This design comes from an exercise in tuning for small area, a short achievable clock period and few clock cycles per item on the open sky130 flow, not from production work. RTL that was checked went through simulation tests only; none was proved equivalent to the original. Only the layout flow was run in runs 6 and 7; the RTL was not checked for function there.

[design.v]
module sha256_engine (
    input  wire         clk,
    input  wire         rst,         
    input  wire         in_valid,
    output wire         in_ready,
    input  wire         in_first,    
    input  wire [511:0] in_block,
    output wire         out_valid,
    input  wire         out_ready,
    output wire [255:0] out_digest
);
  localparam [255:0] IV = 256'h6a09e667bb67ae853c6ef372a54ff53a510e527f9b05688c1f83d9ab5be0cd19;
  reg        run;          
  reg  [5:0] t;            
  reg        fin;          
  reg        fill_ok;      
  reg        cur_first;    
  reg        ov;           
  reg        spin;         
  reg  [5:0] rot;          
  reg        l61, l62, l63;   
  reg        first_r;      
  reg [31:0]  a, b, c, d, e, f, g, p;
  reg [255:0] hreg;        
  reg [511:0] w;           
  reg [31:0] k_n;
  always @(*) begin
    case (t)
      6'd0: k_n = 32'h71374491; 6'd1: k_n = 32'hb5c0fbcf;
      6'd2: k_n = 32'he9b5dba5; 6'd3: k_n = 32'h3956c25b;
      6'd4: k_n = 32'h59f111f1; 6'd5: k_n = 32'h923f82a4;
      6'd6: k_n = 32'hab1c5ed5; 6'd7: k_n = 32'hd807aa98;
      6'd8: k_n = 32'h12835b01; 6'd9: k_n = 32'h243185be;
      6'd10: k_n = 32'h550c7dc3; 6'd11: k_n = 32'h72be5d74;
      6'd12: k_n = 32'h80deb1fe; 6'd13: k_n = 32'h9bdc06a7;
      6'd14: k_n = 32'hc19bf174; 6'd15: k_n = 32'he49b69c1;
      6'd16: k_n = 32'hefbe4786; 6'd17: k_n = 32'h0fc19dc6;
      6'd18: k_n = 32'h240ca1cc; 6'd19: k_n = 32'h2de92c6f;
      6'd20: k_n = 32'h4a7484aa; 6'd21: k_n = 32'h5cb0a9dc;
      6'd22: k_n = 32'h76f988da; 6'd23: k_n = 32'h983e5152;
      6'd24: k_n = 32'ha831c66d; 6'd25: k_n = 32'hb00327c8;
      6'd26: k_n = 32'hbf597fc7; 6'd27: k_n = 32'hc6e00bf3;
      6'd28: k_n = 32'hd5a79147; 6'd29: k_n = 32'h06ca6351;
      6'd30: k_n = 32'h14292967; 6'd31: k_n = 32'h27b70a85;
      6'd32: k_n = 32'h2e1b2138; 6'd33: k_n = 32'h4d2c6dfc;
      6'd34: k_n = 32'h53380d13; 6'd35: k_n = 32'h650a7354;
      6'd36: k_n = 32'h766a0abb; 6'd37: k_n = 32'h81c2c92e;
      6'd38: k_n = 32'h92722c85; 6'd39: k_n = 32'ha2bfe8a1;
      6'd40: k_n = 32'ha81a664b; 6'd41: k_n = 32'hc24b8b70;
      6'd42: k_n = 32'hc76c51a3; 6'd43: k_n = 32'hd192e819;
      6'd44: k_n = 32'hd6990624; 6'd45: k_n = 32'hf40e3585;
      6'd46: k_n = 32'h106aa070; 6'd47: k_n = 32'h19a4c116;
      6'd48: k_n = 32'h1e376c08; 6'd49: k_n = 32'h2748774c;
      6'd50: k_n = 32'h34b0bcb5; 6'd51: k_n = 32'h391c0cb3;
      6'd52: k_n = 32'h4ed8aa4a; 6'd53: k_n = 32'h5b9cca4f;
      6'd54: k_n = 32'h682e6ff3; 6'd55: k_n = 32'h748f82ee;
      6'd56: k_n = 32'h78a5636f; 6'd57: k_n = 32'h84c87814;
      6'd58: k_n = 32'h8cc70208; 6'd59: k_n = 32'h90befffa;
      6'd60: k_n = 32'ha4506ceb; 6'd61: k_n = 32'hbef9a3f7;
      6'd62: k_n = 32'hc67178f2; default: k_n = 32'h428a2f98;
    endcase
  end
  function [31:0] rotr;
    input [31:0] x;
    input integer n;
    rotr = (x >> n) | (x << (32 - n));
  endfunction
  function [31:0] add_bk;
    input [31:0] x, y;
    reg   [31:0] gg, pp, hp;
    integer lv, i;
    begin
      gg = x & y;
      pp = x ^ y;
      hp = pp;
      for (lv = 0; lv < 5; lv = lv + 1)
        for (i = (2 << lv) - 1; i < 32; i = i + (2 << lv)) begin
          gg[i] = gg[i] | (pp[i] & gg[i - (1 << lv)]);
          pp[i] = pp[i] & pp[i - (1 << lv)];
        end
      for (lv = 3; lv >= 0; lv = lv - 1)
        for (i = (3 << lv) - 1; i < 32; i = i + (2 << lv)) begin
          gg[i] = gg[i] | (pp[i] & gg[i - (1 << lv)]);
          pp[i] = pp[i] & pp[i - (1 << lv)];
        end
      add_bk = hp ^ {gg[30:0], 1'b0};
    end
  endfunction
  function [31:0] maj3;
    input [31:0] x, y, z;
    maj3 = (x & y) | (x & z) | (y & z);
  endfunction
  wire f_fill = ~fin & (t[5:4] == 2'b11);         
  assign in_ready = fin & (~run | fill_ok);
  wire acc    = in_ready & in_valid;
  wire finish = fin & run;
  wire ov_nx  = finish | (ov & ~out_ready);
  reg [5:0] t_nx;
  reg       run_nx, fin_nx;
  always @(*) begin
    t_nx = t; run_nx = run; fin_nx = fin;
    if (fin) begin
      run_nx = acc;
      fin_nx = 1'b0;
      t_nx   = acc ? 6'd0 : 6'd48;
    end else if (spin) begin
    end else if (t == 6'd63) begin
      fin_nx = 1'b1;
    end else if (run | in_valid | (t != 6'd48)) begin
      t_nx = t + 6'd1;
    end
  end
  wire [31:0] big_s1 = rotr(e, 6) ^ rotr(e, 11) ^ rotr(e, 25);
  wire [31:0] ch     = (e & f) ^ (~e & g);
  wire [31:0] big_s0 = rotr(a, 2) ^ rotr(a, 13) ^ rotr(a, 22);
  wire [31:0] maj    = (a & b) ^ (a & c) ^ (b & c);
  wire [31:0] as0 = p ^ ch ^ maj;
  wire [31:0] ac0 = {maj3(p, ch, maj), 1'b0};
  wire [31:0] as1 = as0 ^ ac0 ^ big_s1;
  wire [31:0] ac1 = {maj3(as0, ac0, big_s1), 1'b0};
  wire [31:0] as2 = as1 ^ ac1 ^ big_s0;
  wire [31:0] ac2 = {maj3(as1, ac1, big_s0), 1'b0};
  wire [31:0] a_n = as2 + ac2;
  wire [31:0] es0 = d ^ p ^ ch;
  wire [31:0] ec0 = {maj3(d, p, ch), 1'b0};
  wire [31:0] es1 = es0 ^ ec0 ^ big_s1;
  wire [31:0] ec1 = {maj3(es0, ec0, big_s1), 1'b0};
  wire [31:0] e_n = es1 + ec1;
  wire [31:0] w0  = w[511:480];
  wire [31:0] w1  = w[479:448];
  wire [31:0] w9  = w[223:192];
  wire [31:0] w14 = w[63:32];
  wire [31:0] sm_s0 = rotr(w1, 7) ^ rotr(w1, 18) ^ (w1 >> 3);
  wire [31:0] sm_s1 = rotr(w14, 17) ^ rotr(w14, 19) ^ (w14 >> 10);
  wire [31:0] ws0 = w0 ^ sm_s0 ^ w9;
  wire [31:0] wc0 = {maj3(w0, sm_s0, w9), 1'b0};
  wire [31:0] ws1 = ws0 ^ wc0 ^ sm_s1;
  wire [31:0] wc1 = {maj3(ws0, wc0, sm_s1), 1'b0};
  wire [31:0] w_new = add_bk(ws1, wc1);
  wire [31:0] in_word = in_block[511 - 32*t[3:0] -: 32];
  wire        hstep  = ~spin & (l61 | l62 | l63 | fin);
  wire [31:0] iv_a   = l61 ? IV[159:128] : l62 ? IV[191:160] : l63 ? IV[223:192] : IV[255:224];
  wire [31:0] iv_e   = l61 ? IV[31:0]    : l62 ? IV[63:32]   : l63 ? IV[95:64]   : IV[127:96];
  wire        use_iv = run & cur_first;
  wire [31:0] lane_a = add_bk(use_iv ? iv_a : hreg[159:128], run ? a : 32'h0);
  wire [31:0] lane_e = add_bk(use_iv ? iv_e : hreg[31:0],    run ? e : 32'h0);
  wire [255:0] init = first_r ? IV :
                      {lane_a, hreg[255:160], lane_e, hreg[127:32]};
  wire [31:0] h_nx = fin ? init[31:0] : g;
  wire [31:0] ps0  = h_nx ^ k_n ^ w0;
  wire [31:0] pc0  = {maj3(h_nx, k_n, w0), 1'b0};
  wire [31:0] p_n  = add_bk(ps0, pc0);
  assign out_valid  = ov;
  assign out_digest = hreg;
  always @(posedge clk) begin
    if (rst) begin
      run    <= 1'b0;
      t      <= 6'd48;
      fin    <= 1'b0;
      fill_ok <= 1'b0;
      ov     <= 1'b0;
      spin   <= 1'b0;
      rot    <= 6'd0;
      l61    <= 1'b0;
      l62    <= 1'b0;
      l63    <= 1'b0;
    end else begin
      run    <= run_nx;
      t      <= t_nx;
      fin    <= fin_nx;
      ov     <= ov_nx;
      spin   <= ~fin_nx & (t_nx == 6'd61) & (ov_nx | (spin & (rot != 6'd47)));
      rot    <= spin ? ((rot == 6'd47) ? 6'd0 : rot + 6'd1) : 6'd0;
      if (run & ~fin & (t == 6'd48))
        fill_ok <= in_valid;
      l61    <= ~fin_nx & (t_nx == 6'd61);
      l62    <= ~fin_nx & (t_nx == 6'd62);
      l63    <= ~fin_nx & (t_nx == 6'd63);
    end
    if (f_fill)
      first_r <= in_first;
    if (hstep)
      hreg <= {lane_a, hreg[255:160], lane_e, hreg[127:32]};
    if (acc)
      cur_first <= first_r;
    if (spin) begin
      w <= {w[479:0], w0};
      {a, b, c, d} <= {d, a, b, c};
      {e, f, g} <= {g, e, f};
    end else begin
      w <= {w[479:0], f_fill ? in_word : w_new};
      if (in_ready) begin
        {a, b, c, d} <= init[255:128];
        {e, f, g} <= init[127:32];
      end else begin
        {a, b, c, d} <= {a_n, a, b, c};
        {e, f, g} <= {e_n, e, f};
      end
      p <= p_n;
    end
  end
endmodule
[flow/run.sh]
#!/bin/bash
# Standard layout, with the smallest buffer on each port.
set -euo pipefail
bash standard.sh "BUFFER_PORTS_ARGS=-buffer_cell sky130_fd_sc_hd__buf_1" finish > standard_flow.log 2>&1
[standard.sh]
#!/bin/bash
# synth_recipe.tcl (not shown) runs the flow's synth.tcl, then flattens the netlist and writes it again
# the make line also repeats each setting of config.mk as NAME=value (left out here)
make -C /OpenROAD-flow-scripts/flow DESIGN_CONFIG=/design/flow/config.mk WORK_HOME=/design/flow/orfs CLKGATE_MAP_FILE= SYNTH_SCRIPT=/design/flow/synth_recipe.tcl "${@:-finish}"
[config.mk]
export PLATFORM = sky130hd
export DESIGN_NAME = sha256_engine
export DESIGN_NICKNAME = sha256_engine
export VERILOG_FILES = /design/flow/design.v
export SDC_FILE = /design/flow/constraint.sdc
export NUM_CORES = 4
export LEC_CHECK = 0
export CAP_MARGIN = 20
export CORE_MARGIN = 2
export CORE_UTILIZATION = 40
export CTS_BUF_LIST = sky130_fd_sc_hd__clkbuf_8
export CTS_CLUSTER_SIZE = 30
export SETUP_SLACK_MARGIN = 5
export SLEW_MARGIN = 20
export TNS_END_PERCENT = 0
[constraint.sdc]
create_clock -name core_clock -period 10.0 [get_ports {clk}]
set_input_delay 2.0000 -clock core_clock [delete_from_list [all_inputs] [get_ports {clk}]]
set_output_delay 2.0000 -clock core_clock [all_outputs]
set_load 0.01 [all_outputs]
==> flow_summary.yaml, run 1 <==
placement:
  dp.cells: 7181
  dp_hpwl_mm: 184.1
  portBuffers: 774
  preCtsSetupSlack_ns: 3.967
  gp_congestion: 1.007
synth:
  yosys.area_share.adder: 0.1650
  async_reset_ff_frac: 0
  synthSimpleGateAreaFrac: 0.06354
  netlist_area_um2: 54590
  yosys-top-cells-area: "dfxtp_1 29%, edfxtp_1 16%, fa_1 11%"
  synthXorXnorAreaFrac: 0.05888
  synth-seq-cells: 1078
  yosys-mux-area-fraction: 0.06768
  syn_area_per_cell_um2: 11.26
  seq_area_frac_synth: 0.4485
  yosysMostFrequentCell: "dfxtp_1"
  synth_top_family_by_area: "adder cells"
  synth_edf_count: 290
  synthCells: 4850
  synth-compound-area-share: 0.1368
  ys_top_cells_by_count: "788 x dfxtp_1, 548 x inv_1, 308 x fa_1, 290 x edfxtp_1, 254 x nand2_1"
  synth.top_cell.area_share: 0.2890
  synth_warnings: 1
  synth_ff_type: "dfxtp_1"
  ys_types: 99
  syn-num-nets: 5878
  synth.largest_area_cell: "dfxtp_1"
global_route:
  grt_max_degree: 107
  track_usage: 0.3226
  grt_overflow: 0
  grt_pass1_vias: 41300
  antenna_found_initial: 25
  grt_pass1_wl_mm: 317.4
drt:
  dr_total_vias: 42090
  ant_nets: 0
  vias_per_cell: 5.587
  routed_wl_mm: 228.6
  wl_per_cell_um: 30.35
  drt_pass1_iterations: 6
  drc: 0
  drt_iter0_drc: 4707
timing:
  setup_viol: 0
  hold_viol: 0
  skew_ns: 0.06608
  period_needed_ns: 4.964
  setup_ws_ns: 5.036
  finalSetupTns_ns: 0
  tightest_slew_ns: 1.173
  period_share: 0.4964
  drv_slew: 0
  rsz0062_at_grt: "yes"
  max_clock_freq_mhz: 201.4
  slew_headroom: 0.2179
  hold_slack_ns: 0.3051
run_status:
  status: "no timing/DRC/antenna violations"
die:
  top_level_ports: 775
  core_area_um2: 135500
  rows: 135
  die_h_um: 373.4
  fp.dieW_um: 373.4
  start_util: 0.4030
  dieArea_um2: 139400
critical_path:
  cp-end-kind: "register"
  crit_slowest_cell: "o21ai_0"
  path_buf_inv: 2
  arrival_ns: 5.70
  max_stage_delay_ns: 0.78
  reg2reg_slack_ns: 5.04
  crit_family: "compound AO/OA/AOI/OAI gates"
  cp_max_fo: 7
  path_cells: "o21ai_0, fa_1, inv_1, fa_1, inv_1, ha_1, a21o_1, a221oi_1, o21bai_1, a31o_2, o41a_1, a211o_1, xnor2_1, o21ai_0"
  crit_type: "reg -> reg"
  cp.required_ns: 10.73
  cp-start-kind: "register"
clocking:
  insertion_delay_ns: 0.93
  cts_sinks: 1078
  clk_pin_slew_worst_paths_ns: 0.07
  clockBufferDepth: 3
  numCtsBuffers: 167
  cts_tree: "yes"
  clockRootBuffer: "clkbuf_8"
  cts.htree.levels: 4
layout:
  multiInputGateArea_um2: 27400
  seq_area_um2: 24560
  fillers: 12640
  final_cells: 7533
  nets: 6618
  area_delta_synth_final_pct: 16.38
  drive_gt1_frac: 0.1141
min_path:
  hp-class: "reg -> reg"
job:
  max-cap-violations: 0
[worst paths after layout]
path,cells after the start,end,startpoint
setup / recovery,14,e[27],e[13]
hold / removal,0,w[450],w[418]
setup reg to reg,14,e[27],e[13]
hold reg to reg,0,w[450],w[418]
[routing by layer]
metal  track usage  vias to the layer above  wire, um
li1              -                    18410         -
met1        0.3955                    20860     87370
met2        0.5088                     2315    103500
met3       0.05717                      505     17780
met4        0.2424                        2     20030
met5             0                        -        13
[state kept, by name, indices dropped and copies added (netlist names), 6 cells and up]
signal	count
b	32
k_n	32
rot	6
t	6
a	32
w	512
f	32
e	32
hreg	256
g	32
p	32
d	32
c	32
[what timing repair did]
action,4_1_cts,5_1_grt
hold buffers,0,0
buffers inserted,6,15
endpoints found under the setup margin,90,43
gates cloned,0,0
pin swaps,4,34
gates resized for setup,49,99
[cell families (layout without fill, tap and decap cells)]
family | Yosys count | count (layout)
adders and majority gates | 541 | 541
buffers and inverters | 841 | 1725
and+or+nand+nor | 738 | 738
AOI/OAI and AO/OA | 1080 | 1080
other | 0 | 18
muxes | 205 | 205
DFF | 1078 | 1078
xor gates and xnor gates | 367 | 367
[cell type report]
class | instances | share of cell area
multi-input cells | 2931 | 0.4313
flip-flops and latches | 1078 | 0.3865
repair buffers | 859 | 0.05678
clock buffers | 190 | 0.04116
well taps | 1781 | 0.03508
inverters | 553 | 0.03273
clock inverters | 123 | 0.01574
diodes | 18 | 0.0007090
[stage by stage]
step / utilization / cell area [um^2]
after floorplan: - / 54650
after global placement: 0.4366 / 59150
after detailed placement: 0.4367 / 59160
after CTS: 0.4651 / 63010
after global routing: 0.4689 / 63520
final: 0.4690 / 63530
[placed cells by master (no fill, tap or decap), types with 48 or more instances in the layout]
cell type,netlist,layout
buf_1,27,774
dfxtp_1,788,746
inv_1,548,607
fa_1,308,307
edfxtp_1,290,290
nand2_1,254,248
xnor2_1,238,228
ha_1,203,200
a21oi_1,208,197
o21ai_0,204,192
clkbuf_8,0,190
nor2_1,174,169
mux4_2,128,128
xor2_1,129,121
o22a_1,90,90
a21o_1,82,82
buf_4,4,75
a22o_1,74,74
and2_1,68,68
nand3_1,59,57
a221oi_1,50,48
Testbench counts, summed over its fixed seeds: cycles 62,544, items 960.
==> run 2: changes to the inputs <==
--- a/config.mk
+++ b/config.mk
@@ -13,3 +13,2 @@
 export SETUP_SLACK_MARGIN = 5
 export SLEW_MARGIN = 20
-export TNS_END_PERCENT = 0
==> run 2 against run 1 <==
Net effect: still clean on timing, DRC and antenna; area after synthesis stayed put; final area increased by 0.12%; sequential cell count unchanged.
==> flow_summary.yaml, run 2 <==
die:
  die_h_um: 373.4
  rows: 135
  start_util: 0.4030
  fp.dieW_um: 373.4
  core_area_um2: 135500
  dieArea_um2: 139400
  top_level_ports: 775
global_route:
  grtUsageMet2: 0.5069
  grt_pass1_wl_mm: 317.4
  antenna_found_initial: 26
  busiest_layer: "met2"
  grt_use_met3: 0.05749
  track_usage: 0.3226
  grt_max_degree: 107
  grt_overflow: 0
  grt_pass1_vias: 41370
  use_met1: 0.3955
synth:
  ys_types: 99
  yosysMostFrequentCell: "dfxtp_1"
  synth.top_cell.area_share: 0.2890
  seq_area_frac_synth: 0.4485
  synth_top_family_by_area: "adder cells"
  yosys-mux-area-fraction: 0.06768
  synth_edf_count: 290
  ys_top_cells_by_count: "788 x dfxtp_1, 548 x inv_1, 308 x fa_1, 290 x edfxtp_1, 254 x nand2_1"
  synth.largest_area_cell: "dfxtp_1"
  synth_warnings: 1
  netlist_area_um2: 54590
  syn_area_per_cell_um2: 11.26
  yosys.area_share.adder: 0.1650
  async_reset_ff_frac: 0
  synthXorXnorAreaFrac: 0.05888
  syn-num-nets: 5878
  yosys-top-cells-area: "dfxtp_1 29%, edfxtp_1 16%, fa_1 11%"
  synth-compound-area-share: 0.1368
  synth_ff_type: "dfxtp_1"
  synthSimpleGateAreaFrac: 0.06354
  synth-seq-cells: 1078
  synthCells: 4850
min_path:
  min_path_cells: 0
  hp-class: "reg -> reg"
  holdPathEnd: "w[450]"
  hold_start: "w[418]"
layout:
  regMostFlops: "w"
  area_delta_synth_final_pct: 16.52
  fillers: 12620
  layout_commonest_cell: "buf_1"
  layout_common_cells: "774 x buf_1, 741 x dfxtp_1, 607 x inv_1, 307 x fa_1, 290 x edfxtp_1"
  seq_area_um2: 24560
  nets: 6618
  multiInputGateArea_um2: 27450
  top_regs: "w x512, hreg x256"
  largest_reg_flops: 512
  drive_gt1_frac: 0.1161
timing:
  tightest_slew_ns: 1.161
  slew_headroom: 0.2260
  rsz0062_at_grt: "yes"
  hold_viol: 0
  setup_viol: 0
  finalSetupTns_ns: 0
  drv_slew: 0
  period_needed_ns: 4.930
  skew_ns: 0.06752
  max_clock_freq_mhz: 202.8
  period_share: 0.4930
critical_path:
  max_stage_delay_ns: 0.53
  r2r_end: "a[31]"
  path_cells: "maj3_1, fa_1, inv_1, fa_1, inv_1, fa_1, ha_1, nand4_1, nor3_2, nand2_1, a21oi_1, o21ai_1, o211ai_1, xnor2_1, a221oi_1"
  cp_max_fo: 6
  crit_slowest_cell: "fa_1"
  cp.required_ns: 10.80
  regToRegStartpoint: "a[10]"
  crit_type: "reg -> reg"
  cp-start-kind: "register"
  arrival_ns: 5.73
  reg2reg_depth: 15
  reg2reg_slack_ns: 5.07
  cp_common_cell: "fa_1"
  cp-end-kind: "register"
drt:
  drt_pass1_iterations: 6
  drc: 0
  routed_wl_mm: 228.7
  wl_per_cell_um: 30.34
  drt_iter0_drc: 4776
  vias_per_cell: 5.587
  ant_nets: 0
  dr_total_vias: 42110
placement:
  portBuffers: 774
  dp_hpwl_mm: 184.1
  gp_congestion: 1.007
clocking:
  clockBufferDepth: 3
  numCtsBuffers: 167
  clockRootBuffer: "clkbuf_8"
  cts_sinks: 1078
  clk_pin_slew_worst_paths_ns: 0.07
  cts_tree: "yes"
  insertion_delay_ns: 0.93
  cts.htree.levels: 4
job:
  max-cap-violations: 0
run_status:
  status: "no timing/DRC/antenna violations"
run 2: cell counts after synthesis:
Identical to the previous run, type by type.
run 2: layout make-up:
type | count | area share
Multi-Input combinational cell | 2931 | 0.4316
Clock inverter | 123 | 0.01572
Inverter | 553 | 0.03269
Timing Repair Buffer | 859 | 0.05683
Antenna cell | 23 | 0.0009049
Sequential cell | 1078 | 0.3861
Clock buffer | 190 | 0.04111
Tap cell | 1781 | 0.03503
run 2: through the flow:
step | util | hold slack (ns) | std cells | worst slack, ns | cell area (um^2)
2_1_floorplan | - | 0.3096 | 4850 | 4.563 | 54650
3_3_place_gp | 0.4366 | 0.3098 | 7181 | 3.764 | 59150
3_5_place_dp | 0.4367 | 0.3121 | 7181 | 3.967 | 59160
4_1_cts | 0.4657 | 0.3040 | 7501 | 4.971 | 63090
5_1_grt | 0.4694 | 0.2956 | 7531 | 4.914 | 63590
6_report | 0.4695 | 0.3049 | 7538 | 5.070 | 63610
run 2: metal layers:
layer	routed length, um	vias up	part of all wire
met1	87950	20920	0.38
met5	32	-	0.00014
li1	-	18400	-
met2	103300	2267	0.45
met4	20070	4	0.088
met3	17290	526	0.076
run 2: worst max-delay path, delay by kind of cell (launching register included):
kind / cells / cell delay (ns)
adder cells (fa/ha/maj): 5 / 2.37
buffers and inverters: 2 / 0.10
XOR/XNOR: 1 / 0.10
AND/OR/NAND/NOR: 3 / 0.71
flip-flops: 1 / 0.42
AO/OA/AOI/OAI: 4 / 1.13
run 2: cell families after synthesis:
family | count (synthesis)
adders and majority gates | 541
muxes | 205
DFF | 1078
AOI/OAI and AO/OA | 1080
xor gates and xnor gates | 367
and+or+nand+nor | 738
buffers and inverters | 841
run 2: worst max-delay path by stage:
stage               slack, ns  startpoint      end
finish                   5.07       a[10]    a[31]
global route             4.91      w[465]    w[31]
CTS                      4.97   cur_first    e[30]
detailed placement       3.97   cur_first    e[30]
floorplan                4.56        spin  hreg[0]
global placement         3.76   cur_first    e[30]
run 2: what timing repair did:
item | in CTS | in global routing
resized for setup | 70 | 94
setup endpoints to repair | 90 | 36
buffers inserted | 7 | 14
pin swaps | 7 | 34
hold buffers | 0 | 0
==> run 3: changes to the inputs <==
--- a/config.mk
+++ b/config.mk
@@ -11,4 +11,6 @@
 export CTS_BUF_LIST = sky130_fd_sc_hd__clkbuf_8
 export CTS_CLUSTER_SIZE = 30
+export PLACE_DENSITY = 0.75
 export SETUP_SLACK_MARGIN = 5
 export SLEW_MARGIN = 20
+export TNS_END_PERCENT = 5
==> run 3 against run 2 <==
Net effect: still clean; area after synthesis did not move; register-to-register slack lost 0.09 ns.
==> flow_summary.yaml, run 3 <==
run_status:
  status: "no timing/DRC/antenna violations"
min_path:
  hp-class: "reg -> reg"
  min_path_cells: 0
global_route:
  grt_pass1_wl_mm: 311.0
  busiest_layer: "met2"
  grt_use_met3: 0.05859
  antenna_found_initial: 35
  grt_pass1_vias: 42260
  grt_max_degree: 81
  track_usage: 0.3134
  grt_overflow: 0
  use_met1: 0.3743
  grtUsageMet2: 0.5115
timing:
  period_share: 0.5018
  finalSetupTns_ns: 0
  hold_slack_ns: 0.2783
  drv_slew: 0
  slew_headroom: 0.2620
  max_clock_freq_mhz: 199.3
  period_needed_ns: 5.018
  rsz0062_at_grt: "yes"
  hold_viol: 0
  setup_viol: 0
  tightest_slew_ns: 1.107
  skew_ns: 0.05006
layout:
  top_regs: "w x512, hreg x256"
  area_delta_synth_final_pct: 15.71
  layout_common_cells: "774 x buf_1, 754 x dfxtp_1, 582 x inv_1, 307 x fa_1, 290 x edfxtp_1"
  largest_reg_flops: 512
  nets: 6602
  fillers: 12380
  regMostFlops: "w"
  layout_commonest_cell: "buf_1"
  drive_gt1_frac: 0.1064
  final_util: 0.4663
critical_path:
  cp-start-kind: "register"
  reg2reg_depth: 15
  crit_type: "reg -> reg"
  path_cells: "mux2i_1, fa_1, inv_1, fa_1, fa_1, ha_1, fa_1, a211oi_4, o21bai_1, a21oi_1, o21bai_1, a21oi_1, o21ai_0, or4b_2, nand4_1"
  crit_slowest_cell: "or4b_2"
  cp_common_cell: "fa_1"
  cp_max_fo: 6
  max_stage_delay_ns: 0.62
  arrival_ns: 5.85
  cp-end-kind: "register"
  cp.required_ns: 10.83
die:
  dieArea_um2: 139400
  die_h_um: 373.4
  start_util: 0.4030
  rows: 135
  fp.dieW_um: 373.4
  core_area_um2: 135500
  top_level_ports: 775
drt:
  vias_per_cell: 5.671
  drt_iter0_drc: 4622
  drt_pass1_iterations: 9
  routed_wl_mm: 222.6
  ant_nets: 0
  wl_per_cell_um: 29.66
  dr_total_vias: 42570
  drc: 0
clocking:
  cts_hold_buf: 0
  numCtsBuffers: 164
  cts_tree: "yes"
  cts_sinks: 1078
  clk_pin_slew_worst_paths_ns: 0.07
  insertion_delay_ns: 0.92
  cts.htree.levels: 4
  clockRootBuffer: "clkbuf_8"
  clockBufferDepth: 3
synth:
  netlist_area_um2: 54590
  yosysMostFrequentCell: "dfxtp_1"
  synthCells: 4850
  syn_area_per_cell_um2: 11.26
  synth_edf_count: 290
  synth_warnings: 1
  synth.largest_area_cell: "dfxtp_1"
  ys_top_cells_by_count: "788 x dfxtp_1, 548 x inv_1, 308 x fa_1, 290 x edfxtp_1, 254 x nand2_1"
  synth_ff_type: "dfxtp_1"
  async_reset_ff_frac: 0
  yosys-top-cells-area: "dfxtp_1 29%, edfxtp_1 16%, fa_1 11%"
  syn-num-nets: 5878
  ys_types: 99
  synth-seq-cells: 1078
  synth.top_cell.area_share: 0.2890
  seq_area_frac_synth: 0.4485
placement:
  dp_hpwl_mm: 177.6
  gp_congestion: 1.037
  portBuffers: 774
job:
  max-cap-violations: 0
==> run 3: cell counts after synthesis <==
No cell type changed its count.
==> run 3: repair_timing <==
item                                   CTS  global route
endpoints found under the hold margin    0             0
setup endpoints to repair               93            52
gates resized for setup                 42            71
pin swaps                                1            14
buffers inserted                         6             5
gates cloned                             1             0
==> run 3: worst paths after layout <==
| path | endpoint | from | slack, ns |
|---|---|---|---|
| min | w[50] | w[18] | 0.28 |
| min reg2reg | w[50] | w[18] | 0.28 |
| max | a[11] | e[0] | 4.98 |
| max reg2reg | a[11] | e[0] | 4.98 |
==> run 3: per-layer routing <==
layer / vias up / part of all wire
met3: 505 / 0.086
met5: - / 0.00018
met1: 21120 / 0.37
met2: 2578 / 0.47
li1: 18360 / -
met4: 6 / 0.077
==> run 3: cell families after synthesis <==
family          count (synthesis)  share of synthesized area
compound gates               1080                     0.1368
flops                        1078                     0.4485
buf+inv                       841                    0.05964
simple gates                  738                    0.06354
fa+ha+maj                     541                     0.1650
xor+xnor                      367                    0.05888
mux                           205                    0.06768
==> run 3: through the flow <==
| stage | area [um^2] | std cells | setup slack (ns) |
|---|---|---|---|
| floorplan | 54650 | 4850 | 4.563 |
| global route | 63150 | 7500 | 4.868 |
| CTS | 62830 | 7482 | 4.824 |
| detailed placement | 59100 | 7177 | 3.768 |
| global placement | 59100 | 7177 | 3.697 |
| finish | 63160 | 7506 | 4.982 |
==> run 3: worst max-delay path: cells and delay by family, from the launching register on <==
kind | cells | cell delay [ns]
buffers and inverters | 1 | 0.05
adders and majority gates | 5 | 1.96
DFF | 1 | 0.59
and+or+nand+nor | 2 | 0.73
muxes | 1 | 0.45
AOI/OAI and AO/OA | 6 | 1.15
==> run 3: layout make-up <==
| type | count | area, um^2 | area share |
|---|---|---|---|
| clock inverter | 107 | 925.9 | 0.01466 |
| clock buffer | 191 | 2629 | 0.04162 |
| inverter | 553 | 2087 | 0.03304 |
| timing repair buffer | 845 | 3490 | 0.05525 |
| multi-input combinational | 2931 | 27200 | 0.4307 |
| tap | 1781 | 2228 | 0.03528 |
| timing repair inverter | 1 | 5.005 | 0.00007923 |
| sequential | 1078 | 24550 | 0.3886 |
| antenna | 19 | 47.55 | 0.0007527 |
==> run 4: changes to the inputs <==
--- a/config.mk
+++ b/config.mk
@@ -11,5 +11,4 @@
 export CTS_BUF_LIST = sky130_fd_sc_hd__clkbuf_8
 export CTS_CLUSTER_SIZE = 30
-export PLACE_DENSITY = 0.75
 export SETUP_SLACK_MARGIN = 5
 export SLEW_MARGIN = 20
==> run 4 against run 3 <==
Net effect: still clean on timing, DRC and antenna; maximum frequency up 1.8%; final area grew 0.58%; non-clock buffer count up 10; register-to-register slack improved by 0.09 ns; largest cell class unchanged.
==> flow_summary.yaml, run 4 <==
placement:
  dp.cells: 7181
  gp_congestion: 1.007
  portBuffers: 774
  preCtsSetupSlack_ns: 3.967
  dp_hpwl_mm: 184.1
synth:
  synth.top_cell.area_share: 0.2890
  netlist_area_um2: 54590
  synth_top_family_by_area: "adder cells"
  ys_top_cells_by_count: "788 x dfxtp_1, 548 x inv_1, 308 x fa_1, 290 x edfxtp_1, 254 x nand2_1"
  synth_warnings: 1
  yosys-top-cells-area: "dfxtp_1 29%, edfxtp_1 16%, fa_1 11%"
  synthCells: 4850
  async_reset_ff_frac: 0
  syn-num-nets: 5878
  synth_edf_count: 290
  yosys.area_share.adder: 0.1650
  yosysMostFrequentCell: "dfxtp_1"
  synth-compound-area-share: 0.1368
  synthSimpleGateAreaFrac: 0.06354
  synth-seq-cells: 1078
  synthXorXnorAreaFrac: 0.05888
  yosys-mux-area-fraction: 0.06768
  synth.largest_area_cell: "dfxtp_1"
  ys_types: 99
  synth_ff_type: "dfxtp_1"
  seq_area_frac_synth: 0.4485
  syn_area_per_cell_um2: 11.26
die:
  rows: 135
  die_h_um: 373.4
  start_util: 0.4030
  top_level_ports: 775
  fp.dieW_um: 373.4
  core_area_um2: 135500
  dieArea_um2: 139400
timing:
  setup_ws_ns: 5.069
  slew_headroom: 0.2275
  setup_viol: 0
  hold_viol: 0
  drv_slew: 0
  finalSetupTns_ns: 0
  tightest_slew_ns: 1.159
  rsz0062_at_grt: "yes"
  period_share: 0.4931
  skew_ns: 0.06456
  max_clock_freq_mhz: 202.8
  period_needed_ns: 4.931
global_route:
  grt_max_degree: 107
  grt_overflow: 0
  track_usage: 0.3226
  grt_pass1_wl_mm: 317.5
  grt_pass1_vias: 41340
  antenna_found_initial: 26
critical_path:
  r2r_end: "a[25]"
  cp_max_fo: 6
  arrival_ns: 5.73
  endpoint: "a[25]"
  cp.required_ns: 10.80
  cp-start-kind: "register"
  crit_start: "e[2]"
  reg2reg_depth: 15
  cp-end-kind: "register"
  crit_type: "reg -> reg"
  reg2reg_slack_ns: 5.07
  regToRegStartpoint: "e[2]"
drt:
  vias_per_cell: 5.596
  drc: 0
  dr_total_vias: 42160
  drt_iter0_drc: 4574
  routed_wl_mm: 228.8
  drt_pass1_iterations: 8
  ant_nets: 0
  wl_per_cell_um: 30.37
layout:
  largest_reg_flops: 512
  layout_common_cells: "774 x buf_1, 744 x dfxtp_1, 607 x inv_1, 308 x fa_1, 290 x edfxtp_1"
  drive_gt1_frac: 0.1140
  nets: 6614
  final_cells: 7533
  regMostFlops: "w"
  area_delta_synth_final_pct: 16.38
  fillers: 12620
  layout_commonest_cell: "buf_1"
  top_regs: "w x512, hreg x256"
  final_util: 0.4690
min_path:
  hp-class: "reg -> reg"
clocking:
  numCtsBuffers: 167
  cts.htree.levels: 4
  cts_tree: "yes"
  clockBufferDepth: 3
  cts_sinks: 1078
  insertion_delay_ns: 0.93
  clk_pin_slew_worst_paths_ns: 0.07
  clockRootBuffer: "clkbuf_8"
job:
  max-cap-violations: 0
run_status:
  status: "no timing/DRC/antenna violations"
[run 4: cell count changes in the layout (fill, tap and decap cells not counted), moves of 6 or more]
cell,delta
inv_1,+25
clkinv_2,-6
dfxtp_1,-10
xor2_2,+6
xnor2_1,-6
clkinvlp_4,-6
xnor2_2,+6
buf_4,+7
dfxtp_2,+11
[run 4: through the flow]
stage | cell area (um^2) | hold WS [ns]
2_1_floorplan | 54650 | 0.3096
3_3_place_gp | 59150 | 0.3098
3_5_place_dp | 59160 | 0.3121
4_1_cts | 63040 | 0.3040
5_1_grt | 63520 | 0.2958
6_report | 63530 | 0.3031
[run 4: cell families after synthesis]
family,Yosys count
buffers and inverters,841
flip-flops,1078
adder cells (fa/ha/maj),541
multiplexers,205
AND/OR/NAND/NOR,738
XOR/XNOR,367
AO/OA/AOI/OAI,1080
[run 4: cell type report]
type                       count  area [um^2]  share of cell area
clock buffer                 190         2615             0.04116
sequential                  1078        24560              0.3866
timing repair buffer         855         3581             0.05637
antenna                       22        55.05           0.0008666
multi-input combinational   2931        27410              0.4315
clock inverter               123        999.7             0.01574
inverter                     553         2079             0.03273
tap                         1781         2228             0.03508
[run 4: what timing repair did]
| action | 4_1_cts | 5_1_grt |
|---|---|---|
| setup endpoints to repair | 90 | 41 |
| setup buffers | 7 | 10 |
| gates resized for setup | 54 | 101 |
| pin swaps | 4 | 32 |
| hold buffers | 0 | 0 |
[run 4: per-layer routing]
layer  wire (um)  track usage
met1       88000       0.3956
met2      103800       0.5070
met3       17130      0.05735
met4       19800       0.2459
met5          32            0
[run 4: worst max-delay path, stage by stage (launching register included)]
cell and delay (ns):
dfxtp_1 0.59, mux2_2 0.42, fa_1 0.49, inv_1 0.05, fa_1 0.47, inv_1 0.05
fa_1 0.49, fa_1 0.48, a211oi_2 0.30, o21ai_1 0.18, a21oi_2 0.33, o31ai_2 0.14
a31oi_2 0.26, o21ai_0 0.16, xnor2_1 0.16, a221oi_1 0.25
[run 4: worst min path at each step]
stage / start / endpoint / slack [ns] / cells past startpoint
2_1_floorplan: w[68] / w[100] / 0.31 / 0
3_3_place_gp: w[291] / w[323] / 0.31 / 0
3_5_place_dp: w[74] / w[106] / 0.31 / 0
4_1_cts: w[418] / w[450] / 0.30 / 0
5_1_grt: w[352] / w[384] / 0.30 / 0
6_report: w[418] / w[450] / 0.30 / 0
==> run 5: changes to the inputs <==
--- a/config.mk
+++ b/config.mk
@@ -11,4 +11,5 @@
 export CTS_BUF_LIST = sky130_fd_sc_hd__clkbuf_8
 export CTS_CLUSTER_SIZE = 30
+export GPL_ROUTABILITY_DRIVEN = 0
 export SETUP_SLACK_MARGIN = 5
 export SLEW_MARGIN = 20
==> run 5 against run 4 <==
Net effect: register-to-register slack worse by 0.08 ns; critical endpoint is now a[24]; sequential cell count unchanged; via count increased by 0.78%; final cell count decreased by 0.37%; still clean on timing, DRC and antenna; sequential share of layout area barely moved; critical path depth stayed put; count of clock-buffer cells in the layout grew 12; non-clock buffer count shrank 18; die area unchanged.
==> flow_summary.yaml, run 5 <==
run_status:
  status: "no timing/DRC/antenna violations"
synth:
  synth_warnings: 1
  synth-seq-cells: 1078
  synth_ff_type: "dfxtp_1"
  async_reset_ff_frac: 0
  synth.largest_area_cell: "dfxtp_1"
  yosysMostFrequentCell: "dfxtp_1"
  synth_edf_count: 290
  synthCells: 4850
  yosys-top-cells-area: "dfxtp_1 29%, edfxtp_1 16%, fa_1 11%"
  seq_area_frac_synth: 0.4485
  ys_top_cells_by_count: "788 x dfxtp_1, 548 x inv_1, 308 x fa_1, 290 x edfxtp_1, 254 x nand2_1"
  syn_area_per_cell_um2: 11.26
  ys_types: 99
  netlist_area_um2: 54590
  syn-num-nets: 5878
  synth.top_cell.area_share: 0.2890
clocking:
  clockRootBuffer: "clkbuf_8"
  clockBufferDepth: 3
  insertion_delay_ns: 0.92
  clk_pin_slew_worst_paths_ns: 0.06
  cts_sinks: 1078
  numCtsBuffers: 168
  cts_tree: "yes"
  cts.htree.levels: 4
timing:
  slew_headroom: 0.2453
  hold_viol: 0
  drv_slew: 0
  period_share: 0.5009
  finalSetupTns_ns: 0
  max_clock_freq_mhz: 199.6
  rsz0062_at_grt: "yes"
  tightest_slew_ns: 1.132
  skew_ns: 0.03658
  setup_viol: 0
  period_needed_ns: 5.009
critical_path:
  max_stage_delay_ns: 0.67
  regToRegStartpoint: "e[5]"
  reg2reg_slack_ns: 4.99
  cp_common_cell: "fa_1"
  cp-start-kind: "register"
  cp.depth: 15
  cp-end-kind: "register"
  reg2reg_depth: 15
  crit_type: "reg -> reg"
  r2r_end: "a[24]"
  crit_slowest_cell: "dfxtp_1"
  crit_family: "compound AO/OA/AOI/OAI gates"
  path_buf_inv: 2
  cp.required_ns: 10.73
  path_cells: "mux2_2, fa_1, inv_1, fa_1, inv_1, fa_1, ha_1, a211oi_1, o21ai_0, a311oi_2, a21oi_1, a22oi_1, a21oi_1, xnor2_1, o221ai_1"
  cp_max_fo: 6
  arrival_ns: 5.74
die:
  die_h_um: 373.4
  rows: 135
  fp.dieW_um: 373.4
  dieArea_um2: 139400
  top_level_ports: 775
  core_area_um2: 135500
  start_util: 0.4030
placement:
  portBuffers: 774
  dp_hpwl_mm: 172.7
layout:
  nets: 6597
  multiInputGateArea_um2: 27240
  fillers: 12620
  layout_common_cells: "774 x buf_1, 748 x dfxtp_1, 591 x inv_1, 307 x fa_1, 290 x edfxtp_1"
  regMostFlops: "w"
  drive_gt1_frac: 0.1106
  top_regs: "w x512, hreg x256"
  area_delta_synth_final_pct: 16.18
  largest_reg_flops: 512
  final_util: 0.4682
  layout_commonest_cell: "buf_1"
  seq_area_um2: 24550
drt:
  ant_nets: 0
  drc: 0
  dr_total_vias: 42490
  drt_iter0_drc: 5119
  routed_wl_mm: 218.9
  wl_per_cell_um: 29.16
  drt_pass1_iterations: 6
  vias_per_cell: 5.661
global_route:
  grt_pass1_vias: 41310
  track_usage: 0.3076
  grt_max_degree: 167
  antenna_found_initial: 28
  grt_pass1_wl_mm: 305.4
  grt_overflow: 0
min_path:
  hold_start: "w[418]"
  holdPathEnd: "w[450]"
  hp-class: "reg -> reg"
  min_path_cells: 0
job:
  max-cap-violations: 0
-- run 5: cell types whose count changed in the layout (fill, tap and decap cells not counted), sizes merged --
cell and delta:
clkinvlp +2, inv -19, diode -10, buf -19, clkbuf +12, bufbuf +1, clkinv +5
-- run 5: cell families after synthesis --
| family | share of synthesized area |
|---|---|
| simple gates | 0.06354 |
| mux | 0.06768 |
| fa+ha+maj | 0.1650 |
| flops | 0.4485 |
| xor+xnor | 0.05888 |
| buf+inv | 0.05964 |
| compound gates | 0.1368 |
-- run 5: worst max-delay path by stage --
| stage | from | end | slack (ns) |
|---|---|---|---|
| after CTS | run | in_ready | 4.88 |
| final | e[5] | a[24] | 4.99 |
| after global routing | a[3] | a[26] | 4.88 |
| after global placement | l62 | e[30] | 4.01 |
| after detailed placement | cur_first | e[30] | 4.12 |
| after floorplan | spin | hreg[0] | 4.56 |
-- run 5: area by class of cell --
| cell class | count | area share |
|---|---|---|
| repair buffers | 837 | 0.05585 |
| multi-input cells | 2931 | 0.4295 |
| inverters | 553 | 0.03285 |
| diodes | 12 | 0.0004735 |
| well taps | 1781 | 0.03514 |
| flip-flops and latches | 1078 | 0.3871 |
| clock inverters | 111 | 0.01529 |
| clock buffers | 202 | 0.04384 |
-- run 5: repair_timing --
action	CTS	global route
setup endpoints to repair	90	40
gates cloned	1	0
pin swaps	3	16
hold buffers	0	0
setup buffers	7	5
resized for setup	45	74
-- run 5: per-stage QoR --
stage	instance area, um^2	setup slack, ns	hold WS (ns)	instances
after detailed placement	59050	4.124	0.3121	7165
after global placement	59050	4.013	0.3095	7165
after floorplan	54650	4.563	0.3096	4850
after CTS	63090	4.878	0.2809	7486
final	63420	4.991	0.2980	7505
after global routing	63420	4.878	0.3027	7503
-- run 5: metal layers --
| layer | wire, um | GRT usage | up-vias |
|---|---|---|---|
| met5 | 44 | 0 | - |
| met4 | 15160 | 0.1831 | 8 |
| met3 | 19150 | 0.05974 | 579 |
| met2 | 102100 | 0.5065 | 2642 |
| met1 | 82360 | 0.3744 | 20900 |
| li1 | - | - | 18360 |
==> run 6: changes to the inputs <==
--- a/design.v
+++ b/design.v
@@ -121,10 +121,10 @@
   wire [31:0] as2 = as1 ^ ac1 ^ big_s0;
   wire [31:0] ac2 = {maj3(as1, ac1, big_s0), 1'b0};
-  wire [31:0] a_n = as2 + ac2;
+  wire [31:0] a_n = ~((~as2) + (~ac2) + 32'd1);
   wire [31:0] es0 = d ^ p ^ ch;
   wire [31:0] ec0 = {maj3(d, p, ch), 1'b0};
   wire [31:0] es1 = es0 ^ ec0 ^ big_s1;
   wire [31:0] ec1 = {maj3(es0, ec0, big_s1), 1'b0};
-  wire [31:0] e_n = es1 + ec1;
+  wire [31:0] e_n = ~((~es1) + (~ec1) + 32'd1);
   wire [31:0] w0  = w[511:480];
   wire [31:0] w1  = w[479:448];
--- a/config.mk
+++ b/config.mk
@@ -11,5 +11,4 @@
 export CTS_BUF_LIST = sky130_fd_sc_hd__clkbuf_8
 export CTS_CLUSTER_SIZE = 30
-export GPL_ROUTABILITY_DRIVEN = 0
 export SETUP_SLACK_MARGIN = 5
 export SLEW_MARGIN = 20
==> run 6 against run 5 <==
Net effect: critical endpoint is now k_n[5]; still clean; first-iteration DRC count is 21% lower; highest routed layer unchanged; largest cell class unchanged; critical path type unchanged; synthesized cell count is 0.10% lower; non-clock buffer count is 46 higher.
==> flow_summary.yaml, run 6 <==
synth:
  yosys-top-cells-area: "dfxtp_1 29%, edfxtp_1 16%, fa_1 11%"
  synth.largest_area_cell: "dfxtp_1"
  syn-num-nets: 5873
  async_reset_ff_frac: 0
  yosysMostFrequentCell: "dfxtp_1"
  synth_edf_count: 290
  synthCells: 4845
  netlist_area_um2: 54300
  ys_types: 88
  ys_top_cells_by_count: "788 x dfxtp_1, 542 x inv_1, 308 x fa_1, 290 x edfxtp_1, 274 x nand2_1"
  seq_area_frac_synth: 0.4509
  syn_area_per_cell_um2: 11.21
  synth.top_cell.area_share: 0.2905
  synth_warnings: 1
  synth_ff_type: "dfxtp_1"
  synth-seq-cells: 1078
timing:
  setup_ws_ns: 4.955
  period_share: 0.5045
  finalSetupTns_ns: 0
  max_clock_freq_mhz: 198.2
  hold_slack_ns: 0.3036
  tightest_slew_ns: 1.211
  slew_headroom: 0.1906
  hold_viol: 0
  rsz0062_at_grt: "yes"
  setup_viol: 0
  skew_ns: 0.06094
  period_needed_ns: 5.045
  drv_slew: 0
layout:
  multiInputGateArea_um2: 27170
  drive_gt1_frac: 0.1149
  top_regs: "w x512, hreg x256"
  area_delta_synth_final_pct: 17.37
  nets: 6646
  regMostFlops: "w"
  layout_common_cells: "774 x buf_1, 752 x dfxtp_1, 597 x inv_1, 306 x fa_1, 290 x edfxtp_1"
  final_util: 0.4716
  layout_commonest_cell: "buf_1"
  seq_area_um2: 24550
  largest_reg_flops: 512
  fillers: 12710
placement:
  gp_congestion: 1.026
  dp_hpwl_mm: 183.5
  portBuffers: 774
  preCtsSetupSlack_ns: 3.642
critical_path:
  cp-end-kind: "register"
  crit_type: "reg -> reg"
  cp-start-kind: "register"
  cp.required_ns: 10.76
  cp_max_fo: 36
  arrival_ns: 5.81
drt:
  drc: 0
  vias_per_cell: 5.560
  ant_nets: 0
  routed_wl_mm: 230.6
  drt_iter0_drc: 4056
  wl_per_cell_um: 30.42
  dr_total_vias: 42160
  drt_pass1_iterations: 8
clocking:
  cts.htree.levels: 4
  cts_tree: "yes"
  cts_sinks: 1078
  clockBufferDepth: 3
  clockRootBuffer: "clkbuf_8"
  numCtsBuffers: 171
  clk_pin_slew_worst_paths_ns: 0.07
  insertion_delay_ns: 0.93
min_path:
  hp-class: "reg -> reg"
global_route:
  grt_max_degree: 165
  grt_overflow: 0
  grt_pass1_vias: 40890
  antenna_found_initial: 50
  track_usage: 0.3261
  grt_pass1_wl_mm: 314.0
die:
  rows: 135
  dieArea_um2: 138700
  core_area_um2: 135100
  die_h_um: 372.4
  fp.dieW_um: 372.4
  start_util: 0.4018
  top_level_ports: 775
run_status:
  status: "no timing/DRC/antenna violations"
job:
  max-cap-violations: 0
==> run 6: critical path, stage by stage, from the launching register on <==
cell	delay, ns
dfxtp_4	0.47
inv_1	0.17
ha_4	0.16
or3b_1	0.34
buf_4	0.28
or4_1	0.65
a21o_1	0.29
a21oi_4	0.13
buf_4	0.28
inv_1	0.23
ha_2	0.57
buf_4	0.29
nand2_1	0.19
nand3_1	0.15
a21oi_1	0.08
a311oi_1	0.48
nor3_1	0.10
==> run 6: final timing paths <==
kind | slack [ns] | from | cells after the start | endpoint
worst max-delay path | 4.96 | t[0] | 16 | k_n[5]
worst min-delay path | 0.30 | w[416] | 0 | w[448]
worst max register to register | 4.96 | t[0] | 16 | k_n[5]
worst min register to register | 0.30 | w[416] | 0 | w[448]
==> run 6: area by class of cell <==
cell class              count  area share
repair buffers            883     0.06161
inverters                 549     0.03243
well taps                1781     0.03497
diodes                     38    0.001492
clock inverters           115     0.01388
clock buffers             204     0.04406
multi-input cells        2935      0.4264
flip-flops and latches   1078      0.3852
==> run 6: routing by layer <==
| metal | up-vias | track usage | wire [um] |
|---|---|---|---|
| li1 | 18410 | - | - |
| met1 | 21080 | 0.4146 | 91170 |
| met2 | 2209 | 0.5184 | 105900 |
| met3 | 448 | 0.04717 | 16160 |
| met4 | 12 | 0.2144 | 17310 |
| met5 | - | 0 | 76 |
==> run 6: cell families after synthesis <==
| family | Yosys count | share of synthesized area |
|---|---|---|
| adders and majority gates | 541 | 0.1659 |
| and+or+nand+nor | 738 | 0.06330 |
| AOI/OAI and AO/OA | 1089 | 0.1353 |
| DFF | 1078 | 0.4509 |
| muxes | 192 | 0.06549 |
| xor gates and xnor gates | 375 | 0.06049 |
| buffers and inverters | 832 | 0.05862 |
==> run 6: per-stage QoR <==
stage | std cells | cell area [um^2]
floorplan | 4845 | 54350
global placement | 7186 | 58970
detailed placement | 7186 | 58980
CTS | 7518 | 63050
global route | 7575 | 63710
finish | 7583 | 63730
==> run 6: what timing repair did <==
item                       CTS  global route
hold buffers                 0             0
buffers inserted            12            23
setup endpoints to repair   72            69
gates resized for setup     70            83
cloned                       1             3
pin swaps                   14            33
==> run 7: changes to the inputs <==
--- a/design.v
+++ b/design.v
@@ -67,11 +67,14 @@
   endfunction
   function [31:0] add_bk;
-    input [31:0] x, y;
-    reg   [31:0] gg, pp, hp;
+    input [31:0] xi, yi;
+    reg   [31:0] x, y, gg, pp, hp;
     integer lv, i;
     begin
+      x  = ~xi;
+      y  = ~yi;
       gg = x & y;
       pp = x ^ y;
       hp = pp;
+      gg[0] = gg[0] | pp[0];
       for (lv = 0; lv < 5; lv = lv + 1)
         for (i = (2 << lv) - 1; i < 32; i = i + (2 << lv)) begin
@@ -84,5 +87,5 @@
           pp[i] = pp[i] & pp[i - (1 << lv)];
         end
-      add_bk = hp ^ {gg[30:0], 1'b0};
+      add_bk = ~(hp ^ {gg[30:0], 1'b1});
     end
   endfunction
--- a/config.mk
+++ b/config.mk
@@ -13,3 +13,2 @@
 export SETUP_SLACK_MARGIN = 5
 export SLEW_MARGIN = 20
-export TNS_END_PERCENT = 5
==> run 7 against run 6 <==
Net effect: sequential cell count unchanged; via count up 1.6%; hold slack got worse by 0.0093 ns; first-iteration DRC count up 22%; critical path type unchanged; area after synthesis is 1.2% lower; still clean.
==> flow_summary.yaml, run 7 <==
run_status:
  status: "no timing/DRC/antenna violations"
layout:
  seq_area_um2: 24650
  fillers: 12450
  top_regs: "w x512, hreg x256"
  final_cells: 7478
  layout_common_cells: "774 x buf_1, 722 x dfxtp_1, 531 x inv_1, 304 x nand2_1, 300 x fa_1"
  layout_commonest_cell: "buf_1"
  drive_gt1_frac: 0.1405
  largest_reg_flops: 512
  nets: 6582
  multiInputGateArea_um2: 27270
  regMostFlops: "w"
  area_delta_synth_final_pct: 18.86
synth:
  seq_area_frac_synth: 0.4562
  synth_warnings: 1
  ys_types: 78
  synth_ff_type: "dfxtp_1"
  yosysMostFrequentCell: "dfxtp_1"
  ys_top_cells_by_count: "788 x dfxtp_1, 482 x inv_1, 312 x nand2_1, 308 x fa_1, 290 x edfxtp_1"
  yosys-top-cells-area: "dfxtp_1 29%, edfxtp_1 16%, fa_1 11%"
  syn_area_per_cell_um2: 11.30
  synth-seq-cells: 1078
  synth_edf_count: 290
  synthCells: 4750
  synth.top_cell.area_share: 0.2939
  syn-num-nets: 5778
  netlist_area_um2: 53670
  async_reset_ff_frac: 0
  synth.largest_area_cell: "dfxtp_1"
timing:
  finalSetupTns_ns: 0
  rsz0062_at_grt: "yes"
  tightest_slew_ns: 1.301
  period_share: 0.5405
  slew_headroom: 0.1324
  hold_viol: 0
  setup_ws_ns: 4.595
  skew_ns: 0.05690
  setup_viol: 0
  hold_slack_ns: 0.2943
  period_needed_ns: 5.405
  max_clock_freq_mhz: 185.0
  drv_slew: 0
clocking:
  cts_sinks: 1078
  clk_pin_slew_worst_paths_ns: 0.06
  cts_tree: "yes"
  insertion_delay_ns: 0.95
  numCtsBuffers: 171
  cts_hold_buf: 0
  clockRootBuffer: "clkbuf_8"
  cts.htree.levels: 4
  clockBufferDepth: 3
critical_path:
  cp.required_ns: 10.81
  cp-end-kind: "register"
  cp-start-kind: "register"
  arrival_ns: 6.22
  cp_max_fo: 4
  crit_type: "reg -> reg"
die:
  top_level_ports: 775
  dieArea_um2: 137100
  fp.dieW_um: 370.3
  rows: 134
  start_util: 0.4026
  core_area_um2: 133300
  die_h_um: 370.3
placement:
  dp_hpwl_mm: 194.6
  dp.cells: 7081
  gp_congestion: 1.021
  portBuffers: 774
  preCtsSetupSlack_ns: 3.481
drt:
  vias_per_cell: 5.728
  drt_iter0_drc: 4964
  dr_total_vias: 42830
  wl_per_cell_um: 32.83
  drt_pass1_iterations: 6
  drc: 0
  ant_nets: 0
  routed_wl_mm: 245.5
global_route:
  antenna_found_initial: 41
  grt_overflow: 0
  track_usage: 0.3522
  grt_pass1_wl_mm: 332.6
  grt_max_degree: 115
  grt_pass1_vias: 41510
job:
  max-cap-violations: 0
min_path:
  hp-class: "reg -> reg"
==> run 7: cell types whose count changed in the layout (fill, tap and decap cells not counted), moves of 17 or more <==
cell,before,now
and2_1,63,11
nand3_1,53,36
inv_1,597,531
a21o_1,94,68
nor2_1,155,173
dfxtp_4,7,33
dfxtp_1,752,722
nand2_1,268,304
diode_2,38,17
a22oi_1,11,37
buf_4,92,123
nor2b_1,27,10
==> run 7: area by class of cell <==
type	instances	share of cell area
tap	1768	0.03468
sequential	1078	0.3864
clock inverter	122	0.01406
clock buffer	190	0.04099
inverter	486	0.02864
timing repair buffer	919	0.06712
multi-input combinational	2898	0.4274
antenna	17	0.0006669
==> run 7: worst max-delay path, stage by stage (launching register included) <==
cell,delay [ns]
dfxtp_4,0.46
xnor2_4,0.14
xnor2_2,0.14
fa_2,0.48
inv_2,0.08
fa_2,0.46
ha_4,0.18
a21o_1,0.17
a21o_1,0.17
a21o_1,0.19
a221o_1,0.30
a21o_1,0.21
a31o_4,0.27
a221o_1,0.37
a31oi_4,0.23
o21a_1,0.18
o21a_1,0.16
fa_2,0.23
xnor2_2,0.14
xnor2_2,0.15
xnor2_1,0.15
xnor2_1,0.15
a21oi_1,0.08
a22o_1,0.20
==> run 7: per-layer routing <==
metal / track usage / up-vias / share of wire
met1: 0.4550 / 21590 / 0.39
met5: 0 / - / 0.00070
li1: - / 18180 / -
met2: 0.5288 / 2537 / 0.44
met3: 0.08199 / 493 / 0.097
met4: 0.2294 / 24 / 0.075
==> run 7: path summary, 6_finish.rpt <==
| kind | start | to | slack [ns] | depth (start not counted) |
|---|---|---|---|---|
| worst max-delay path | w[474] | w[31] | 4.60 | 23 |
| worst min-delay path | w[114] | w[146] | 0.29 | 0 |
| worst max register to register | w[474] | w[31] | 4.60 | 23 |
| worst min register to register | w[114] | w[146] | 0.29 | 0 |
==> run 7: kinds of logic after synthesis <==
kind of cell,synth area share
multiplexers,0.06640
XOR/XNOR,0.06201
AO/OA/AOI/OAI,0.1334
flip-flops,0.4562
adder cells (fa/ha/maj),0.1678
buffers and inverters,0.05577
AND/OR/NAND/NOR,0.05838
==> run 7: what timing repair did <==
action	in CTS	in global routing
endpoints found under the hold margin	0	0
setup buffers	35	27
endpoints found under the setup margin	157	57
gates resized for setup	180	133
cloned	5	0
pin swaps	55	68
==> run 7: stage by stage <==
step                cell area, um^2    util
CTS                           62990  0.4726
detailed placement            58430  0.4383
finish                        63790  0.4786
global placement              58410  0.4382
floorplan                     53770       -
global route                  63770  0.4784
==> run 8: changes to the inputs <==
--- a/design.v
+++ b/design.v
@@ -67,14 +67,11 @@
   endfunction
   function [31:0] add_bk;
-    input [31:0] xi, yi;
-    reg   [31:0] x, y, gg, pp, hp;
+    input [31:0] x, y;
+    reg   [31:0] gg, pp, hp;
     integer lv, i;
     begin
-      x  = ~xi;
-      y  = ~yi;
       gg = x & y;
       pp = x ^ y;
       hp = pp;
-      gg[0] = gg[0] | pp[0];
       for (lv = 0; lv < 5; lv = lv + 1)
         for (i = (2 << lv) - 1; i < 32; i = i + (2 << lv)) begin
@@ -87,5 +84,5 @@
           pp[i] = pp[i] & pp[i - (1 << lv)];
         end
-      add_bk = ~(hp ^ {gg[30:0], 1'b1});
+      add_bk = hp ^ {gg[30:0], 1'b0};
     end
   endfunction
@@ -124,10 +121,10 @@
   wire [31:0] as2 = as1 ^ ac1 ^ big_s0;
   wire [31:0] ac2 = {maj3(as1, ac1, big_s0), 1'b0};
-  wire [31:0] a_n = ~((~as2) + (~ac2) + 32'd1);
+  wire [31:0] a_n = as2 + ac2;
   wire [31:0] es0 = d ^ p ^ ch;
   wire [31:0] ec0 = {maj3(d, p, ch), 1'b0};
   wire [31:0] es1 = es0 ^ ec0 ^ big_s1;
   wire [31:0] ec1 = {maj3(es0, ec0, big_s1), 1'b0};
-  wire [31:0] e_n = ~((~es1) + (~ec1) + 32'd1);
+  wire [31:0] e_n = es1 + ec1;
   wire [31:0] w0  = w[511:480];
   wire [31:0] w1  = w[479:448];
--- a/config.mk
+++ b/config.mk
@@ -9,6 +9,7 @@
 export CORE_MARGIN = 2
 export CORE_UTILIZATION = 40
-export CTS_BUF_LIST = sky130_fd_sc_hd__clkbuf_8
-export CTS_CLUSTER_SIZE = 30
+export CTS_BUF_LIST = sky130_fd_sc_hd__clkbuf_4
+export CTS_CLUSTER_SIZE = 20
 export SETUP_SLACK_MARGIN = 5
 export SLEW_MARGIN = 20
+export TNS_END_PERCENT = 5
==> run 8 against run 7 <==
Net effect: via count about the same; die area increased by 1.7%; global-route usage decreased by 2.8 points; register-to-register slack improved by 0.44 ns.
==> flow_summary.yaml, run 8 <==
critical_path:
  cp_common_cell: "fa_1"
  cp_max_fo: 6
  crit_family: "adder cells"
  crit_slowest_cell: "fa_1"
  cp-start-kind: "register"
  max_stage_delay_ns: 0.54
  arrival_ns: 5.97
  path_buf_inv: 3
  cp.required_ns: 11.00
  cp-end-kind: "register"
  path_cells: "maj3_1, fa_1, inv_1, fa_1, inv_1, fa_1, ha_1, a211oi_1, o21ai_1, a311oi_2, buf_4, a21oi_2, a22oi_1, a21oi_1, xnor2_1, o221ai_1"
  crit_type: "reg -> reg"
clocking:
  numCtsBuffers: 287
  cts.htree.levels: 5
  clockRootBuffer: "clkbuf_4"
  cts_hold_buf: 0
  cts_tree: "yes"
  insertion_delay_ns: 1.25
  clk_pin_slew_worst_paths_ns: 0.07
  cts_sinks: 1078
  clockBufferDepth: 4
synth:
  synth_ff_type: "dfxtp_1"
  netlist_area_um2: 54590
  ys_types: 99
  synth-seq-cells: 1078
  synth.largest_area_cell: "dfxtp_1"
  syn-num-nets: 5878
  yosys-top-cells-area: "dfxtp_1 29%, edfxtp_1 16%, fa_1 11%"
  ys_top_cells_by_count: "788 x dfxtp_1, 548 x inv_1, 308 x fa_1, 290 x edfxtp_1, 254 x nand2_1"
  syn_area_per_cell_um2: 11.26
  async_reset_ff_frac: 0
  synth.top_cell.area_share: 0.2890
  seq_area_frac_synth: 0.4485
  synthCells: 4850
  synth_edf_count: 290
  synth_warnings: 1
  yosysMostFrequentCell: "dfxtp_1"
min_path:
  hp-class: "reg -> reg"
timing:
  slew_headroom: 0.2406
  finalSetupTns_ns: 0
  tightest_slew_ns: 1.139
  period_needed_ns: 4.966
  rsz0062_at_grt: "yes"
  setup_viol: 0
  max_clock_freq_mhz: 201.4
  skew_ns: 0.1357
  hold_viol: 0
  drv_slew: 0
  setup_ws_ns: 5.034
  period_share: 0.4966
drt:
  ant_nets: 0
  drt_iter0_drc: 4330
  drc: 0
  dr_total_vias: 42800
  routed_wl_mm: 229.3
  drt_pass1_iterations: 6
  wl_per_cell_um: 29.75
  vias_per_cell: 5.554
layout:
  layout_common_cells: "774 x buf_1, 751 x dfxtp_1, 545 x inv_1, 401 x clkbuf_4, 308 x fa_1"
  seq_area_um2: 24550
  fillers: 12740
  final_util: 0.4689
  drive_gt1_frac: 0.1413
  regMostFlops: "w"
  multiInputGateArea_um2: 27420
  layout_commonest_cell: "buf_1"
  largest_reg_flops: 512
  nets: 6736
  area_delta_synth_final_pct: 16.37
  top_regs: "w x512, hreg x256"
  final_cells: 7706
die:
  top_level_ports: 775
  die_h_um: 373.4
  core_area_um2: 135500
  rows: 135
  fp.dieW_um: 373.4
  start_util: 0.4030
  dieArea_um2: 139400
global_route:
  grt_overflow: 0
  antenna_found_initial: 33
  grt_pass1_vias: 42450
  grt_max_degree: 107
  grt_pass1_wl_mm: 318.8
  track_usage: 0.3238
placement:
  portBuffers: 774
  gp_congestion: 1.007
  dp.cells: 7181
  dp_hpwl_mm: 184.1
  preCtsSetupSlack_ns: 3.967
job:
  max-cap-violations: 0
run_status:
  status: "no timing/DRC/antenna violations"
==> run 8: cell count changes in the layout (fill, tap and decap cells not counted), sizes merged, moves of 13 or more <==
cell / change
a21o: +15
a21oi: -36
a22oi: -14
and2: +55
buf: -57
clkbuf: +211
clkinv: +27
nand2: -60
nand3: +21
nand4: +13
o21a: +13
o21ai: -28
xnor2: -25
==> run 8: final timing paths <==
check / start / to / slack, ns / depth (start not counted)
setup / recovery: a[11] / a[24] / 5.03 / 16
hold / removal: w[330] / w[362] / 0.28 / 0
setup reg to reg: a[11] / a[24] / 5.03 / 16
hold reg to reg: w[330] / w[362] / 0.28 / 0
==> run 8: cell families (layout without fill, tap and decap cells) <==
logic type	Yosys count	in the layout	share of synthesized area
and+or+nand+nor	738	738	0.06354
buffers and inverters	841	1894	0.05964
DFF	1078	1078	0.4485
AOI/OAI and AO/OA	1080	1080	0.1368
other	0	22	0
xor gates and xnor gates	367	367	0.05888
muxes	205	205	0.06768
adders and majority gates	541	541	0.1650
==> run 8: routing by layer <==
layer	global-route usage	vias to the layer above	wire length [um]
li1	-	18780	-
met1	0.3917	21050	87020
met2	0.5109	2442	104100
met3	0.06251	518	18330
met4	0.2477	8	19740
met5	0	-	56
==> run 8: repair_timing <==
| action | CTS | global route |
|---|---|---|
| setup buffers | 7 | 10 |
| resized for setup | 60 | 87 |
| setup endpoints to repair | 88 | 43 |
| pin swaps | 4 | 36 |
==> run 8: layout make-up <==
class                      count  area share
antenna                       22   0.0008666
multi-input combinational   2931      0.4316
tap                         1781     0.03508
clock inverter                83    0.008528
sequential                  1078      0.3865
timing repair buffer         857     0.05728
clock buffer                 401     0.04739
inverter                     553     0.03274
==> run 8: stage by stage <==
step	hold WS [ns]	instance area (um^2)
global route	0.2868	63510
detailed placement	0.3121	59160
CTS	0.2652	63010
finish	0.2764	63520
global placement	0.3098	59150
floorplan	0.3096	54650
==> run 8: worst reg2reg max path, delay by kind of cell, from the launching register on <==
kind,cells,cell delay [ns]
flops,1,0.42
xor+xnor,1,0.26
buf+inv,3,0.27
compound gates,7,1.41
fa+ha+maj,5,2.37
Testbench counts of run 8, summed over its fixed seeds: cycles 62,544, items 960.

afterwards: timing with drivers on the ports:
How much do the figures lean on ideal ports? The routed layouts below were timed once more, with nothing changed but the port constraints. Step 1, drivers: a clkbuf_16 drives clk and a buf_2 each remaining input, both assumed. Step 2 also shifts input and output timing later by t, the mid clock arrival at the registers, as if the neighbouring blocks saw the same clock. Three values: ideal, step 1, step 2; two values: the first two.
run | t, ns | setup slack, ns | worst setup path at the end | worst data-port slew with drivers (ns) | cell pins on the clock port's net
run 1 | 0.953 | 5.036 / 5.036 / 4.353 | input to register | 0.20 | 1
run 2 | 0.949 | 5.070 / 5.070 / 4.411 | input to register | 0.20 | 1
run 3 | 0.950 | 4.982 / 4.974 / 4.077 | input to register | 0.24 | 1
run 4 | 0.952 | 5.069 / 5.069 / 4.384 | input to register | 0.19 | 1
run 5 | 0.953 | 4.991 / 4.983 / 4.394 | input to register | 0.22 | 1
run 6 | 0.963 | 4.955 / 4.955 / 4.149 | input to register | 0.33 | 1
run 7 | 0.972 | 4.595 / 4.595 / 4.049 | input to register | 0.29 | 1
run 8 | 1.232 | 5.034 / 5.034 / 4.362 | input to register | 0.21 | 1
After both steps every run listed still meets setup and hold. For run 3, which loses most, drivers alone change the setup slack by -0.008 ns; drivers and shift together by -0.905 ns.
